From an optimization exercise on the open Yosys and OpenROAD flow, aimed at small area, a short achievable clock period and few clock cycles per item; shortcuts taken in it are not production practice. At most, simulation tests tie the RTL to the original design; equivalence was not proved. Power figures rest on the tool's default switching activity, not on a simulated workload.

==> run a: inputs <==
==> flow/design.v (excerpt) <==
module fpu32 (
    input  wire        clk,
    input  wire        rst,
    input  wire        in_valid,
    input  wire [3:0]  in_op,
    input  wire [1:0]  in_rm,
    input  wire        in_cnan,
    input  wire [31:0] in_a,
    input  wire [31:0] in_b,
    input  wire [31:0] in_c,
    output wire        out_valid,
    output wire [31:0] out_result,
    output wire [4:0]  out_flags
);
    localparam C0 = 1;   
    localparam C1 = 1;   
    localparam C2 = 1;   
    localparam C3 = 1;   
    localparam C4 = 1;   
    localparam C5 = 1;   
    localparam C6 = 1;   
    localparam [3:0] OP_FADD = 4'h0, OP_FSUB = 4'h1, OP_FMUL = 4'h2,
                     OP_FMA  = 4'h5, OP_FMS  = 4'h6, OP_FMAX = 4'h8,
                     OP_FNEG = 4'h9, OP_FABS = 4'hA;
    localparam [1:0] RNE = 2'd0, RTZ = 2'd1, RDN = 2'd2, RUP = 2'd3;
    localparam [31:0] DEFAULT_NAN = 32'h7FC0_0000;
    localparam [31:0] ONE         = 32'h3F80_0000;
    localparam NST = C0 + C1 + C2 + C3 + C4 + C5 + C6;
    reg [NST-1:0] vpipe;
    always @(posedge clk) begin
        if (rst) vpipe <= {NST{1'b0}};
        else     vpipe <= {vpipe[NST-2:0], in_valid};
    end
    assign out_valid = vpipe[NST-1];
    wire [3:0]  op;
    wire [1:0]  rm0;
    wire        cnan;
    wire [31:0] a, b, c;
    wire        za, zb, zc;      
    wire [8:0]  sab, dab;        
  ...
==> flow/config.mk <==
export PLATFORM = sky130hd
export DESIGN_NAME = fpu32
export DESIGN_NICKNAME = fpu32
export VERILOG_FILES = /design/flow/design.v
export SDC_FILE = /design/flow/constraint.sdc
export NUM_CORES = 4
export LEC_CHECK = 0
export CAP_MARGIN = 20
export CORE_MARGIN = 2
export CORE_UTILIZATION = 40
export CTS_CLUSTER_DIAMETER = 100
export CTS_CLUSTER_SIZE = 25
export SLEW_MARGIN = 20
==> flow/constraint.sdc <==
create_clock -name core_clock -period 11.5 [get_ports {clk}]
set_input_delay 2.3000 -clock core_clock [delete_from_list [all_inputs] [get_ports {clk}]]
set_output_delay 2.3000 -clock core_clock [all_outputs]
set_load 0.01 [all_outputs]
standard.sh (not shown) runs the stock make flow with config.mk's settings and CLKGATE_MAP_FILE= SYNTH_SCRIPT=/design/flow/synth_recipe.tcl, a recipe that flattens the netlist after the stock synthesis.
==> flow/flow/run.sh <==
#!/bin/bash
# Layout flow: the standard synthesis unchanged, then the standard ORFS
# layout steps with a larger setup margin for the resizer's timing repair,
# so that it keeps improving paths well below the 11.5 ns clock.
set -euo pipefail
MARGIN=$(cat flow/margin.txt)
bash standard.sh synth > synth.log 2>&1
bash standard.sh SETUP_SLACK_MARGIN=$MARGIN finish > layout.log 2>&1
==> flow/flow/margin.txt <==
7.5
==> run b (differences from run a) <==
--- a/flow/design.v
+++ b/flow/design.v
@@ -135,14 +135,19 @@
     end
     wire a_nan  = (a[30:23] == 8'hFF) && (a[22:0] != 23'b0);
     wire b_nan  = (b[30:23] == 8'hFF) && (b[22:0] != 23'b0);
     wire a_snan = a_nan && !a[22];
     wire b_snan = b_nan && !b[22];
-    wire mag_lt = (a[30:0] < b[30:0]);
-    wire mag_eq = (a[30:0] == b[30:0]);
-    wire a_less_b = (a[31] != b[31]) ? a[31] : (a[31] ? !(mag_lt || mag_eq) : mag_lt);
-    wire a_eq_b   = mag_eq && (a[31] == b[31]);
+    reg a_less_b;
+    always @(*) begin
+        if (a[31] != b[31])
+            a_less_b = a[31];
+        else if (a[31])
+            a_less_b = (a[30:0] > b[30:0]);
+        else
+            a_less_b = (a[30:0] < b[30:0]);
+    end
     reg [31:0] misc_res;
     reg        misc_inv;
     always @(*) begin
         misc_res = 32'b0;
         misc_inv = 1'b0;
@@ -160,11 +165,11 @@
                 end else if (b_nan) begin
                     misc_res = a;
                 end else if (op == OP_FMAX) begin
                     misc_res = a_less_b ? b : a;
                 end else begin
-                    misc_res = (a_less_b || a_eq_b) ? a : b;
+                    misc_res = (a_less_b || a == b) ? a : b;
                 end
             end
         endcase
     end
     wire        take  = !is_arith || sp_take;
CTS_CLUSTER_DIAMETER = default   (was 100)
CTS_CLUSTER_SIZE = default   (was 25)
==> summary.txt <==
Run a completed without violations. Run b completed with no timing, DRC or antenna violations. Against run b, the global-route usage of run a is lower by 0.34 points. In run b the non-clock buffer count is higher than in run a, by 25. Critical path depth: run b is higher than run a (4). Between run a and run b, the lower clock power is in run a (gap about 40%, measured against run b).
==> figures <==
| quantity | run b | run a |
|---|---|---|
| Routing usage on met1 | 0.340 | 0.347 |
| Setup slack at placement | 6.37 ns | 6.33 ns |
| Power in the clock group | 2.80 mW | 1.74 mW |
| Sequential cell area in the final layout | 0.0144 mm^2 | 0.0144 mm^2 |
| Number of non-clock buffers in the layout | 302 | 277 |
| Power Internal | 9.32 mW | 8.34 mW |
| Run status | finished clean | finished clean |
| Headroom to the max-slew limit | 0.202 | 0.274 |
| Initial DRC count | 4362 | 3943 |
| Setup slack, reg-to-reg | 7.55 ns | 7.45 ns |
Testbench counts of run b, summed over its fixed seeds: cycles 16,056, items 16,000.
The RTL of run a was laid out without a check of its function.

==> 12-05: inputs <==
Another version of the RTL of fpu32 (not shown whole).
==> flow/config.mk <==
export PLATFORM = sky130hd
export DESIGN_NAME = fpu32
export DESIGN_NICKNAME = fpu32
export VERILOG_FILES = /design/flow/design.v
export SDC_FILE = /design/flow/constraint.sdc
export NUM_CORES = 4
export LEC_CHECK = 0
export CAP_MARGIN = 20
export CORE_MARGIN = 2
export CORE_UTILIZATION = 40
export SLEW_MARGIN = 20
==> flow/constraint.sdc <==
create_clock -name core_clock -period 11.5 [get_ports {clk}]
set_input_delay 2.3000 -clock core_clock [delete_from_list [all_inputs] [get_ports {clk}]]
set_output_delay 2.3000 -clock core_clock [all_outputs]
set_load 0.01 [all_outputs]
Scripts as last shown in full above: flow/flow/run.sh, flow/flow/margin.txt
==> 09-22: changes against 12-05 <==
--- a/flow/config.mk
+++ b/flow/config.mk
@@ -9,3 +9,3 @@
 export CORE_MARGIN = 2
-export CORE_UTILIZATION = 40
+export CORE_UTILIZATION = 60
 export SLEW_MARGIN = 20
==> summary.txt <==
metric	09-22	12-05
Non-clk bufs	426	408
Total number of tap cells	1040	1524
Peak supply drop	289 µV	222 µV
Power density over cell area	328 mW/mm²	329 mW/mm²
Origin of the worst setup path	y1[5]	g_c2.q[126]
Total clock buffers created by CTS	68	73
Layout clock buffer count	85	90
Filler Cell Count	5654	10900
GR Layer Usage met3	11.6%	5.72%
Antenna Diode Count	2	0
Outcome	no timing/DRC/antenna violations	no timing/DRC/antenna violations
Fraction of final layout cells with drive strength greater than 1	16.8%	16.4%
Reg2Reg Setup Slack	7320 ps	7390 ps
Final worst path period need	4180 ps	4110 ps
Height of the chip	283 µm	346 µm
Area taken by multi-input logic gates	0.0335 mm²	0.0336 mm²
Number of DRC markers after the initial detailed-route iteration	6893	4797
Setup crit end	g_c2.q[148]	g_c3.q[60]
Total wirelength of the detailed-routed design	184000 µm	177000 µm
Final total power	18.4 mW	18.7 mW
Proportion of cell area spent on the clock network	4.23%	4.56%
GR Util All Layers	42.3%	28.2%
Clk pin slew, worst setup/hold paths	70 ps	60 ps
Function was not checked in any run of this note: the RTL went through the layout flow alone.

port drivers added, routing unchanged:
The results above use ideal ports. As a check the final layouts listed here were re-extracted and re-timed, cells and wires unchanged. Step 1 assumes that a clkbuf_16 drives the clock port and a buf_2 every other input. Step 2, shift: input delay + t, output delay - t, t = (earliest + latest rising clock arrival at the registers) / 2. This alone moves slack from input paths to output paths. a / b / c = ideal ports / drivers / drivers and shift; a / b = the first two.
run | shift t [ns] | setup slack, ns | hold slack, ns | worst setup path at the end
run a | 0.734 | 7.453 / 7.453 / 6.791 | 0.325 / 0.325 / 0.325 | input to register
run b | 0.756 | 7.517 / 7.479 / 6.809 | 0.316 / 0.316 / 0.316 | input to register
12-05 | 0.705 | 7.391 / 7.391 / 7.011 | 0.318 / 0.318 / 0.318 | input to register
09-22 | 0.708 | 7.318 / 7.318 / 7.016 | 0.324 / 0.324 / 0.324 | input to register
After both steps every run listed still meets setup and hold. For run b, which loses most, drivers alone change the setup slack by -0.038 ns; drivers and shift together by -0.708 ns.
